From an optimization exercise on the open Yosys and OpenROAD flow, aimed at small area, a short achievable clock period and few clock cycles; shortcuts taken in it are not production practice.
Function was checked by simulation only, so behaviour that the tests miss may differ from the original.

==> inputs of indigo <==
## lc_fpu
module lc_fpu (
    input  wire        clk,
    input  wire        rst,
    input  wire        start,
    input  wire [3:0]  op,
    input  wire [31:0] a,
    input  wire [31:0] b,
    output reg         done,
    output wire [31:0] result,
    output wire        flag
);
clock: 20.0 ns
lec_check: 0
abc_area: 1
cap_margin: 20
core_margin: 2
core_utilization: 40
slew_margin: 20
run.sh (not shown) runs the stock make flow with config.mk's settings and CLKGATE_MAP_FILE= SYNTH_SCRIPT=/design/flow/synth_recipe.tcl, a recipe that flattens the netlist after the stock synthesis.
==> inputs of quartz, as changes to indigo <==
--- a/flow/design.v
+++ b/flow/design.v
@@ -18,18 +18,18 @@
     reg         busy;                  
     reg  [2:0]  cnt;
     reg  [31:0] m_r;                   
     reg  signed [9:0] e_r;             
     reg         s_r;                   
     reg         raw_r;                 
     reg         flag_r;
     reg  [22:0] d_r;                   
-    reg  [25:0] q_r;                   
-    reg         mul_r;                 
+    reg  [23:0] q_r;                   
+    reg  [4:0]  lz_r;                  
     wire        sa = a[31];
     wire [7:0]  ea = a[30:23];
     wire [22:0] fa = a[22:0];
     wire        sbr = b[31];
     wire [7:0]  eb = b[30:23];
     wire [22:0] fb = b[22:0];
     wire a_emax = (ea == 8'hFF);
     wire b_emax = (eb == 8'hFF);
@@ -45,45 +45,50 @@
     wire [23:0] mb = {1'b1, fb};
     wire op_add  = (op == OP_FADD) || (op == OP_FSUB);
     wire op_mul  = (op == OP_FMUL);
     wire op_div  = (op == OP_FDIV);
     wire op_itof = (op == OP_ITOF);
     wire op_ftoi = (op == OP_FTOI);
     wire op_abs  = (op == OP_FABS);
     wire        sb = sbr ^ (op == OP_FSUB);
-    wire        a_big   = {ea, fa} >= {eb, fb};
+    wire [7:0]  eb_al   = op_ftoi ? 8'd158 : eb;
+    wire        a_big   = {ea, fa} >= {eb_al, fb};
     wire        s_big   = a_big ? sa : sb;
     wire [7:0]  e_big   = a_big ? ea : eb;
-    wire [7:0]  ediff   = a_big ? (ea - eb) : (eb - ea);
+    wire [7:0]  ediff   = a_big ? (ea - eb_al) : (eb_al - ea);
     wire [23:0] za = a_zero ? 24'd0 : ma;
     wire [23:0] zb = b_zero ? 24'd0 : mb;
     wire [23:0] m_big   = a_big ? za : zb;
     wire [23:0] m_small = a_big ? zb : za;
     wire        both_zero = a_zero && b_zero;
     wire [53:0] al_full = {m_small, 3'b000, 27'd0} >> ediff[4:0];
     wire        al_far  = (ediff[7:5] != 3'd0);
     wire [26:0] small_sh = al_far ? {26'd0, (m_small != 24'd0)}
                                   : {al_full[53:28], al_full[27] | (al_full[26:0] != 27'd0)};
     wire        eff_sub = sa ^ sb;
+    wire        near    = eff_sub && (ediff[7:1] == 7'd0);
+    wire [24:0] near_d  = {m_big, 1'b0} - (ediff[0] ? {1'b0, m_small} : {m_small, 1'b0});
+    wire [4:0]  near_lz;
+    lc_fpu_lzc32 u_lzn (.x({1'b0, near_d, 6'd0}), .n(near_lz));
     wire [27:0] sum = {1'b0, m_big, 3'b000} + ({1'b0, small_sh} ^ {28{eff_sub}})
                       + {27'd0, eff_sub};
     wire add_nan = a_nan || b_nan || (a_inf && b_inf && eff_sub);
     wire add_inf = a_inf || b_inf;
     wire add_inf_s = a_inf ? sa : sb;
     function [22:0] bitrev23(input [22:0] v);
         integer t;
         begin
             for (t = 0; t < 23; t = t + 1)
                 bitrev23[t] = v[22 - t];
         end
     endfunction
     wire [47:0] pcs_s, pcs_c;
     lc_fpu_mul_cs u_mul (.x(ma), .y(mb), .s(pcs_s), .c(pcs_c));
-    wire [22:0] plo = {1'b0, pcs_s[21:0]} + {1'b0, pcs_c[21:0]};
+    wire [47:0] prod = pcs_s + pcs_c;
     wire [4:0]  tza, tzb;
     lc_fpu_lzc32 u_tza (.x({bitrev23(fa), 9'h1FF}), .n(tza));
     lc_fpu_lzc32 u_tzb (.x({bitrev23(fb), 9'h1FF}), .n(tzb));
     wire        mul_st = ({1'b0, tza} + {1'b0, tzb}) < 6'd22;
     wire        s_mul = sa ^ sbr;
     wire mul_nan = a_nan || b_nan || (a_inf && b_zero) || (a_zero && b_inf);
     wire mul_inf = a_inf || b_inf;
     wire mul_zero = a_zero || b_zero;
@@ -93,18 +98,19 @@
     wire [23:0] div_r1 = div_x[23:0] - mb[23:0];
     wire div_nan  = a_nan || b_nan || (a_inf && b_inf) || (a_zero && b_zero);
     wire div_inf  = a_inf || b_zero;
     wire div_zero = a_zero || b_inf;
     wire div_special = a_nan || b_nan || a_inf || b_inf || a_zero || b_zero;
     wire signed [9:0] div_e = $signed({2'b00, ea}) - $signed({2'b00, eb}) + 10'sd127
                               - {9'd0, div_lt};
     wire [31:0] imag = a[31] ? -a : a;
-    wire [7:0]  ftoi_sh = 8'd158 - ea;
-    wire [31:0] ftoi_mag = {ma, 8'd0} >> ftoi_sh[4:0];
+    wire [4:0]  itof_lz;
+    lc_fpu_lzc32 u_lzi (.x(imag), .n(itof_lz));
+    wire [31:0] ftoi_mag = al_full[53:22];
     wire [31:0] ftoi_res =
         a_nan ? 32'd0 :
         (a_inf || ea >= 8'd158) ? (sa ? 32'h8000_0000 : 32'h7FFF_FFFF) :
         (ea < 8'd127) ? 32'd0 :
         (sa ? -ftoi_mag : ftoi_mag);
     wire [31:0] fabs_res = a_nan ? QNAN : a_zero ? 32'd0 : {1'b0, ea, fa};
     wire [30:0] ka = a_zero ? 31'd0 : a[30:0];
     wire [30:0] kb = b_zero ? 31'd0 : b[30:0];
@@ -117,38 +123,41 @@
                                   (!sa && !sbr) ? k_lt :
                                   ( sa &&  sbr) ? (!k_lt && !k_eq) : 1'b0);
     wire        cmp_flag = (op == OP_FEQ) ? c_eq :
                            (op == OP_FLT) ? c_lt : (c_lt || c_eq);
     reg  [31:0] m_in;
     reg  signed [9:0] e_in;
     reg         s_in;
     reg         raw_in;
+    reg  [4:0]  lz_in;
     always @(*) begin
         m_in   = 32'd0;
         e_in   = 10'sd0;
         s_in   = 1'b0;
         raw_in = 1'b1;
+        lz_in  = 5'd0;
         if (op_add) begin
             if (add_nan)        m_in = QNAN;
             else if (add_inf)   m_in = {add_inf_s, 8'hFF, 23'd0};
             else if (both_zero) m_in = {sa & sb, 31'd0};
             else begin
                 raw_in = 1'b0;
                 m_in   = {sum, 4'd0};
                 e_in   = $signed({2'b00, e_big}) + 10'sd1;
                 s_in   = s_big;
+                lz_in  = near ? near_lz : {4'd0, eff_sub};
             end
         end else if (op_mul) begin
             if (mul_nan)        m_in = QNAN;
             else if (mul_inf)   m_in = {s_mul, 8'hFF, 23'd0};
             else if (mul_zero)  m_in = {s_mul, 31'd0};
             else begin
                 raw_in = 1'b0;
-                m_in   = {pcs_s[47:22], mul_st, plo[22], 4'd0};
+                m_in   = {prod[47:22], mul_st, 5'd0};
                 e_in   = mul_e;
                 s_in   = s_mul;
             end
         end else if (op_div) begin
             if (div_nan)        m_in = QNAN;
             else if (div_inf)   m_in = {s_mul, 8'hFF, 23'd0};
             else if (div_zero)  m_in = {s_mul, 31'd0};
             else begin
@@ -157,16 +166,17 @@
                 e_in   = div_e;
                 s_in   = s_mul;
             end
         end else if (op_itof) begin
             raw_in = 1'b0;
             m_in   = imag;
             e_in   = 10'sd158;
             s_in   = a[31];
+            lz_in  = itof_lz;
         end else if (op_ftoi) begin
             m_in   = ftoi_res;
         end else if (op_abs) begin
             m_in   = fabs_res;
         end
     end
     wire [23:0] dv_d = {1'b1, d_r};
     wire [23:0] dv_r [0:DIV_K];
@@ -196,65 +206,80 @@
         end else begin
             cnt  <= 3'd0;
             done <= start && !(op_div && !div_special);
             busy <= start && op_div && !div_special;
         end
     end
     always @(posedge clk) begin
         if (busy) begin
-            q_r <= {q_r[25-DIV_K:0], dv_q};
+            q_r <= {q_r[23-DIV_K:0], dv_q};
             if (last)
                 m_r <= {1'b1, q_all, dv_st, 6'd0};
             else
                 m_r <= {8'd0, dv_r[DIV_K]};
         end else begin
             m_r    <= m_in;
             e_r    <= e_in;
             s_r    <= s_in;
             raw_r  <= raw_in;
             flag_r <= cmp_flag;
             d_r    <= fb;
-            q_r    <= pcs_c[47:22];
-            mul_r  <= op_mul;
+            lz_r   <= lz_in;
         end
     end
-    function [31:0] round_pack(input s, input signed [9:0] e, input [23:0] m,
-                               input g, input st);
-        reg [24:0] mr;
-        reg signed [10:0] er;
-        begin
-            mr = {1'b0, m} + {24'd0, g && (st || m[0])};
-            er = $signed({e[9], e}) + $signed({10'd0, mr[24]});
-            if (er >= 11'sd255)
-                round_pack = {s, 8'hFF, 23'd0};
-            else if (er <= 11'sd0)
-                round_pack = {s, 31'd0};
-            else
-                round_pack = {s, er[7:0], mr[22:0]};
-        end
-    endfunction
-    wire [4:0] lz;
-    lc_fpu_lzc32 u_lzc (.x(m_r), .n(lz));
-    wire [31:0] nrm  = m_r << lz;
+    wire [31:0] nrm0 = m_r << lz_r;
+    wire        top  = nrm0[31];
+    wire [31:0] nrm  = top ? nrm0 : {nrm0[30:0], 1'b0};
     wire [23:0] mant = nrm[31:8];
     wire        rg   = nrm[7];
-    wire        rst_b = (nrm[6:0] != 7'd0);
+    wire        rs   = (nrm[6:0] != 7'd0);
     wire        mz   = (m_r == 32'd0);
-    wire signed [9:0] eg = e_r - $signed({5'd0, lz});
-    wire [31:0] gen_res = mz ? 32'd0 : round_pack(s_r, eg, mant, rg, rst_b);
-    wire [25:0] pm = m_r[31:6] + q_r + {25'd0, m_r[4]};
-    wire [23:0] mant_m = pm[25] ? pm[25:2] : pm[24:1];
-    wire        g_m    = pm[25] ? pm[1] : pm[0];
-    wire        st_m   = (pm[25] & pm[0]) | m_r[5];
-    wire signed [9:0] em = e_r - {9'd0, !pm[25]};
-    wire [31:0] mul_res = round_pack(s_r, em, mant_m, g_m, st_m);
-    assign result = raw_r ? m_r : mul_r ? mul_res : gen_res;
+    wire signed [10:0] e_0  = $signed({e_r[9], e_r}) - $signed({6'd0, lz_r});
+    wire signed [10:0] e_m1 = e_0 - 11'sd1;
+    wire signed [10:0] e_p1 = e_0 + 11'sd1;
+    wire ov_0 = (e_0 >= 11'sd255),  un_0 = (e_0 <= 11'sd0);
+    wire ov_m1 = (e_m1 >= 11'sd255), un_m1 = (e_m1 <= 11'sd0);
+    wire ov_p1 = (e_p1 >= 11'sd255), un_p1 = (e_p1 <= 11'sd0);
+    wire        inc = rg && (rs || mant[0]);
+    wire [23:0] pa;                        
+    lc_fpu_pand24 u_pa (.x(mant), .p(pa));
+    wire        cout = inc && pa[23] && mant[23];
+    wire [22:0] frac = mant[22:0] ^ ({23{inc}} & pa[22:0]);
+    wire [7:0]  er = (top && cout) ? e_p1[7:0] : (top || cout) ? e_0[7:0] : e_m1[7:0];
+    wire        ov = (top && cout) ? ov_p1 : (top || cout) ? ov_0 : ov_m1;
+    wire        un = (top && cout) ? un_p1 : (top || cout) ? un_0 : un_m1;
+    wire [31:0] gen_res =
+        mz ? 32'd0 :
+        ov ? {s_r, 8'hFF, 23'd0} :
+        un ? {s_r, 31'd0} :
+        {s_r, er, frac};
+    assign result = raw_r ? m_r : gen_res;
     assign flag   = flag_r;
 endmodule
+module lc_fpu_pand24 (
+    input  wire [23:0] x,
+    output wire [23:0] p
+);
+    wire [23:0] t [0:5];
+    assign t[0] = x;
+    genvar i, k;
+    generate
+        for (k = 0; k < 5; k = k + 1) begin : lv
+            for (i = 0; i < 24; i = i + 1) begin : bt
+                if (i >= (1 << k)) begin : m
+                    assign t[k+1][i] = t[k][i] & t[k][i - (1 << k)];
+                end else begin : c
+                    assign t[k+1][i] = t[k][i];
+                end
+            end
+        end
+    endgenerate
+    assign p = {t[5][22:0], 1'b1};
+endmodule
 module lc_fpu_lzc32 (
     input  wire [31:0] x,
     output wire [4:0]  n
 );
     wire [15:0] v1;
     wire [15:0] p1;
     wire [7:0]  v2;
     wire [15:0] p2;
==> flow/flow/run.sh (new file) <==
#!/bin/bash
# Layout flow: the standard ORFS flow (standard.sh) with two changes:
# the buffers ORFS puts on every input and output port are
# sky130_fd_sc_hd__buf_4 cells instead of the delay cells buffer_ports picks
# on its own, and the timing repair steps aim at a setup slack margin
# (SETUP_SLACK_MARGIN) so that the resizer also works on paths that already
# meet the design's clock period. The SDC and clock are not changed.
# Each tool's output goes to the ORFS logs under orfs/logs; the make
# output goes to standard.log.
set -uo pipefail
bash standard.sh "BUFFER_PORTS_ARGS=-buffer_cell sky130_fd_sc_hd__buf_4" SETUP_SLACK_MARGIN=10 finish > standard.log 2>&1
==> flow/standard.sh (new file) <==
#!/bin/bash
# synth_recipe.tcl (not shown) runs the flow's synth.tcl, then flattens the netlist and writes it again
# the make line also repeats each setting of config.mk as NAME=value (left out here)
make -C /OpenROAD-flow-scripts/flow DESIGN_CONFIG=/design/flow/config.mk WORK_HOME=/design/flow/orfs CLKGATE_MAP_FILE= SYNTH_SCRIPT=/design/flow/synth_recipe.tcl "${@:-finish}"
- CAP_MARGIN: 20 -> 30
- SLEW_MARGIN: 20 -> 30
removed: flow/run.sh
==> comparison <==
indigo ran to the end with no violations. quartz ran to the end with no violations. In quartz the global-route usage is higher than in indigo, by 1.8 points. In indigo the setup slack is lower than in quartz, by 3.4 ns. Register-to-register slack: quartz is better than indigo (1.8 ns). Of indigo and quartz, indigo has the higher critical path depth (gap 15).
==> figures <==
|  | indigo | quartz |
|---|---|---|
| Run status | no timing/DRC/antenna violations | no timing/DRC/antenna violations |
| Post-Layout Cell Count | 7968 | 8316 |
| Register-to-Register Setup Slack | 8.46 ns | 10.25 ns |
| Startpoint of the worst-slack reg-to-reg timing path | m_r[4] | d_r[6] |
| Sequential fraction of total cell area | 5.41% | 5.20% |
| Portion of netlist area occupied by mux cells | 0.217% | 0.294% |
| Element type at the critical path start | flop | input pin |
| Dominant register cell in the synthesized netlist | sky130_fd_sc_hd__dfxtp_1 | sky130_fd_sc_hd__edfxtp_1 |
| # clk buffers | 9 | 10 |
Testbench counts of indigo, summed over its fixed seeds: cycles 38,244.
Testbench counts of quartz, summed over its fixed seeds: cycles 38,244.

==> try-maple: inputs <==
lc_fpu, a different RTL version from the one above (not shown whole).
==> flow/config.mk <==
export PLATFORM = sky130hd
export DESIGN_NAME = lc_fpu
export DESIGN_NICKNAME = lc_fpu
export VERILOG_FILES = /design/flow/design.v
export SDC_FILE = /design/flow/constraint.sdc
export NUM_CORES = 4
export LEC_CHECK = 0
export ABC_AREA = 1
export CAP_MARGIN = 30
export CORE_MARGIN = 2
export CORE_UTILIZATION = 40
export SLEW_MARGIN = 30
==> flow/constraint.sdc <==
create_clock -name core_clock -period 20.0 [get_ports {clk}]
set_input_delay 4.0000 -clock core_clock [delete_from_list [all_inputs] [get_ports {clk}]]
set_output_delay 4.0000 -clock core_clock [all_outputs]
set_load 0.01 [all_outputs]
standard.sh (not shown) runs the stock make flow with config.mk's settings and CLKGATE_MAP_FILE= SYNTH_SCRIPT=/design/flow/synth_recipe.tcl, a recipe that flattens the netlist after the stock synthesis.
==> flow/flow/run.sh <==
#!/bin/bash
# Layout flow: the standard ORFS flow (standard.sh) with two changes:
# the buffers ORFS puts on every input and output port are
# sky130_fd_sc_hd__buf_4 cells instead of the delay cells buffer_ports picks
# on its own, and the timing repair steps aim at a setup slack margin
# (SETUP_SLACK_MARGIN) so that the resizer also works on paths that already
# meet the design's clock period. The SDC and clock are not changed.
# Each tool's output goes to the ORFS logs under orfs/logs; the make
# output goes to standard.log.
set -uo pipefail
bash standard.sh "BUFFER_PORTS_ARGS=-buffer_cell sky130_fd_sc_hd__buf_4" SETUP_SLACK_MARGIN=10 finish > standard.log 2>&1
==> try-delta: changes against try-maple <==
==> flow/run.sh (new file) <==
#!/bin/bash
# synth_recipe.tcl (not shown) runs the flow's synth.tcl, then flattens the netlist and writes it again
# the make line also repeats each setting of config.mk as NAME=value (left out here)
make -C /OpenROAD-flow-scripts/flow DESIGN_CONFIG=/design/flow/config.mk WORK_HOME=/design/flow/orfs CLKGATE_MAP_FILE= SYNTH_SCRIPT=/design/flow/synth_recipe.tcl finish
==> flow/config.mk (replaced) <==
export PLATFORM = sky130hd
export DESIGN_NAME = lc_fpu
export DESIGN_NICKNAME = lc_fpu
export VERILOG_FILES = /design/flow/design.v
export SDC_FILE = /design/flow/constraint.sdc
export NUM_CORES = 4
export LEC_CHECK = 0
export ABC_AREA = 1
export CAP_MARGIN = 20
export CORE_MARGIN = 2
export CORE_UTILIZATION = 40
export SLEW_MARGIN = 20
removed: flow/flow/run.sh
removed: flow/standard.sh
==> try-raven: changes against try-maple <==
--- a/flow/design.v
+++ b/flow/design.v
@@ -49,31 +49,37 @@
     wire op_div  = (op == OP_FDIV);
     wire op_itof = (op == OP_ITOF);
     wire op_ftoi = (op == OP_FTOI);
     wire op_abs  = (op == OP_FABS);
     wire        sb = sbr ^ (op == OP_FSUB);
-    wire [7:0]  eb_al   = op_ftoi ? 8'd158 : eb;
-    wire        a_x     = ea >= eb_al;
+    wire        a_x     = (ea >= eb) && !op_ftoi;
     wire        s_x     = a_x ? sa : sb;
     wire        s_y     = a_x ? sb : sa;
     wire [7:0]  e_big   = a_x ? ea : eb;
-    wire [7:0]  ediff   = a_x ? (ea - eb_al) : (eb_al - ea);
+    wire [7:0]  ediff   = op_ftoi ? (8'd158 - ea) : a_x ? (ea - eb) : (eb - ea);
     wire [23:0] za = a_zero ? 24'd0 : ma;
     wire [23:0] zb = b_zero ? 24'd0 : mb;
     wire [23:0] m_x     = a_x ? za : zb;
     wire [23:0] m_y     = a_x ? zb : za;
     wire        both_zero = a_zero && b_zero;
     wire [53:0] al_full = {m_y, 3'b000, 27'd0} >> ediff[4:0];
     wire        al_far  = (ediff[7:5] != 3'd0);
-    wire [26:0] small_sh = al_far ? {26'd0, (m_y != 24'd0)}
+    wire        y_nz    = a_x ? !b_zero : !a_zero;       
+    wire [26:0] small_sh = al_far ? {26'd0, y_nz}
                                   : {al_full[53:28], al_full[27] | (al_full[26:0] != 27'd0)};
     wire        eff_sub = sa ^ sb;
-    wire [27:0] sum = {1'b0, m_x, 3'b000} + ({1'b0, small_sh} ^ {28{eff_sub}})
-                      + {27'd0, eff_sub};
+    wire [27:0] sum;
+    lc_fpu_add #(28) u_sum (.x({1'b0, m_x, 3'b000}), .y({1'b0, small_sh} ^ {28{eff_sub}}),
+                            .ci(eff_sub), .s(sum));
     wire        near    = eff_sub && (ediff[7:1] == 7'd0);
-    wire [25:0] near_p  = {1'b0, m_x, 1'b0} - (ediff[0] ? {2'b00, m_y} : {1'b0, m_y, 1'b0});
-    wire [24:0] near_n  = {m_y, 1'b0} - {m_x, 1'b0};
+    wire [25:0] near_p, near_n26;
+    lc_fpu_add #(26) u_np (.x({1'b0, m_x, 1'b0}),
+                           .y(~(ediff[0] ? {2'b00, m_y} : {1'b0, m_y, 1'b0})),
+                           .ci(1'b1), .s(near_p));
+    lc_fpu_add #(26) u_nn (.x({1'b0, m_y, 1'b0}), .y(~{1'b0, m_x, 1'b0}),
+                           .ci(1'b1), .s(near_n26));
+    wire [24:0] near_n  = near_n26[24:0];
     wire        near_neg = near_p[25];
     wire [24:0] near_d  = near_neg ? near_n : near_p[24:0];
     wire [4:0]  near_lz;
     lc_fpu_lzc32 u_lzn (.x({1'b0, near_d, 6'd0}), .n(near_lz));
     wire        s_add   = (near && near_neg) ? s_y : s_x;
@@ -97,28 +103,32 @@
     wire        s_mul = sa ^ sbr;
     wire mul_nan = a_nan || b_nan || (a_inf && b_zero) || (a_zero && b_inf);
     wire mul_inf = a_inf || b_inf;
     wire mul_zero = a_zero || b_zero;
     wire signed [9:0] mul_e = $signed({2'b00, ea}) + $signed({2'b00, eb}) - 10'sd126;
-    wire        div_lt = fa < fb;
-    wire [24:0] div_x  = div_lt ? {ma, 1'b0} : {1'b0, ma};
-    wire [23:0] div_r1 = div_x[23:0] - mb[23:0];
+    wire [24:0] div_d1, div_d2;
+    lc_fpu_add #(25) u_dv1 (.x({1'b0, ma}), .y(~{1'b0, mb}), .ci(1'b1), .s(div_d1));
+    lc_fpu_add #(25) u_dv2 (.x({ma, 1'b0}), .y(~{1'b0, mb}), .ci(1'b1), .s(div_d2));
+    wire        div_lt = div_d1[24];
+    wire [23:0] div_r1 = div_lt ? div_d2[23:0] : div_d1[23:0];
     wire div_nan  = a_nan || b_nan || (a_inf && b_inf) || (a_zero && b_zero);
     wire div_inf  = a_inf || b_zero;
     wire div_zero = a_zero || b_inf;
     wire div_special = a_nan || b_nan || a_inf || b_inf || a_zero || b_zero;
     wire signed [9:0] div_e = $signed({2'b00, ea}) - $signed({2'b00, eb}) + 10'sd127
                               - {9'd0, div_lt};
-    wire [31:0] imag = a[31] ? -a : a;
+    wire [31:0] ftoi_mag = al_full[53:22];
+    wire [31:0] neg_in = op_ftoi ? ftoi_mag : a;
+    wire [31:0] neg_out = a[31] ? -neg_in : neg_in;
+    wire [31:0] imag = neg_out;
     wire [4:0]  itof_lz;
     lc_fpu_lzc32 u_lzi (.x(imag), .n(itof_lz));
-    wire [31:0] ftoi_mag = al_full[53:22];
     wire [31:0] ftoi_res =
         a_nan ? 32'd0 :
         (a_inf || ea >= 8'd158) ? (sa ? 32'h8000_0000 : 32'h7FFF_FFFF) :
         (ea < 8'd127) ? 32'd0 :
-        (sa ? -ftoi_mag : ftoi_mag);
+        neg_out;
     wire [31:0] fabs_res = a_nan ? QNAN : a_zero ? 32'd0 : {1'b0, ea, fa};
     wire [30:0] ka = a_zero ? 31'd0 : a[30:0];
     wire [30:0] kb = b_zero ? 31'd0 : b[30:0];
     wire        unord = a_nan || b_nan;
     wire        k_eq = (ka == kb);
@@ -274,10 +284,37 @@
         un ? {s_r, 31'd0} :
         {s_r, er, frac};
     assign result = raw_r ? m_r : gen_res;
     assign flag   = flag_r;
 endmodule
+module lc_fpu_add #(parameter W = 28) (
+    input  wire [W-1:0] x,
+    input  wire [W-1:0] y,
+    input  wire         ci,
+    output wire [W-1:0] s
+);
+    localparam L = 5;                      
+    wire [W:0] g [0:L];
+    wire [W:0] p [0:L];
+    assign g[0] = {x & y, ci};
+    assign p[0] = {x ^ y, 1'b0};
+    genvar i, k;
+    generate
+        for (k = 0; k < L; k = k + 1) begin : lv
+            for (i = 0; i <= W; i = i + 1) begin : bt
+                if (i >= (1 << k)) begin : m
+                    assign g[k+1][i] = g[k][i] | (p[k][i] & g[k][i - (1 << k)]);
+                    assign p[k+1][i] = p[k][i] & p[k][i - (1 << k)];
+                end else begin : c
+                    assign g[k+1][i] = g[k][i];
+                    assign p[k+1][i] = p[k][i];
+                end
+            end
+        end
+    endgenerate
+    assign s = p[0][W:1] ^ g[L][W-1:0];
+endmodule
 module lc_fpu_pand24 (
     input  wire [23:0] x,
     output wire [23:0] p
 );
     wire [23:0] t [0:5];
--- a/flow/flow/run.sh
+++ b/flow/flow/run.sh
@@ -6,6 +6,6 @@
 # (SETUP_SLACK_MARGIN) so that the resizer also works on paths that already
 # meet the design's clock period. The SDC and clock are not changed.
 # Each tool's output goes to the ORFS logs under orfs/logs; the make
 # output goes to standard.log.
 set -uo pipefail
-bash standard.sh "BUFFER_PORTS_ARGS=-buffer_cell sky130_fd_sc_hd__buf_4" SETUP_SLACK_MARGIN=10 finish > standard.log 2>&1
+bash standard.sh "BUFFER_PORTS_ARGS=-buffer_cell sky130_fd_sc_hd__buf_4" SETUP_SLACK_MARGIN=10.75 finish > standard.log 2>&1
--- a/flow/config.mk
+++ b/flow/config.mk
@@ -6,7 +6,8 @@
 export NUM_CORES = 4
 export LEC_CHECK = 0
 export ABC_AREA = 1
 export CAP_MARGIN = 30
 export CORE_MARGIN = 2
-export CORE_UTILIZATION = 40
+export CORE_UTILIZATION = 50
+export PLACE_DENSITY = 0.68
 export SLEW_MARGIN = 30
==> qor summary <==
| metric | try-raven | try-delta | try-maple |
|---|---|---|---|
| Status | no timing/DRC/antenna violations | no timing/DRC/antenna violations | no timing/DRC/antenna violations |
| Number of nets in the synthesized netlist | 7980 | 8075 | 8075 |
| Total vias in the final route | 54200 | 52500 | 53500 |
| Final hold slack | 0.468 ns | 0.456 ns | 0.457 ns |
| Slack of the worst reg-to-reg path | 10.96 ns | 8.08 ns | 10.49 ns |
| Unrepaired setup endpoints after global routing | yes | no | yes |
| Crit path DAT | 9.32 ns | 13.10 ns | 10.16 ns |
| Vias/cell | 6.34 | 6.00 | 6.07 |
| Share of the yosys chip area belonging to registers | 5.59% | 5.61% | 5.61% |
| Worst R2R Start | d_r[5] | d_r[1] | m_r[8] |
| Initial standard-cell utilization of the core | 50.3% | 40.1% | 40.1% |
| Routed wire length | 220000 µm | 220000 µm | 227000 µm |
| Drt first-iter violations | 7304 | 6477 | 7190 |
| Routed length on met3 | 27300 µm | 25200 µm | 29500 µm |
| Largest net degree at the start of global routing | 63 | 58 | 59 |
| Total half-perimeter wirelength after legalization and detailed placement | 167000 µm | 176000 µm | 178000 µm |
Testbench counts of try-maple, summed over its fixed seeds: cycles 38,244.
Testbench counts of try-delta, summed over its fixed seeds: cycles 38,244.
Testbench counts of try-raven, summed over its fixed seeds: cycles 38,244.

==> separate check: timing with driven ports <==
In the flow no input, the clock included, has a driving cell. The finished layouts below were timed again as built, in two steps.
Step 1 (the two cells are an assumption about what drives the block):
set clk [get_ports {clk}]
set_driving_cell -lib_cell sky130_fd_sc_hd__clkbuf_16 $clk
set_driving_cell -lib_cell sky130_fd_sc_hd__buf_2 [delete_from_list [all_inputs] $clk]
Step 2 moves the port delays by t, midway between the first and last clock arrival at a register: inputs arrive t later, outputs are due t later. That takes back most of the time a late clock gives input paths.
Slacks: ideal ports / drivers / drivers and shift; pairs: ideal ports / drivers.
run	t (ns)	setup slack, ns	hold slack, ns	worst slew at a driven data input, ns	cell pins on the clock port's net
indigo	0.438	6.566 / 6.509 / 6.946	0.459 / 0.459 / 0.459	0.05	1
quartz	0.440	9.992 / 9.884 / 9.445	0.459 / 0.459 / 0.459	0.27	1
try-maple	0.438	10.113 / 10.134 / 9.696	0.457 / 0.457 / 0.457	0.07	1
try-delta	0.429	7.118 / 7.146 / 6.716	0.456 / 0.456 / 0.456	0.08	1
try-raven	0.452	10.835 / 10.820 / 10.368	0.468 / 0.468 / 0.468	0.18	1
After both steps setup and hold are still met in every run listed. The setup slack of quartz, which loses most, moves by -0.108 ns with the drivers and by -0.547 ns with both steps.
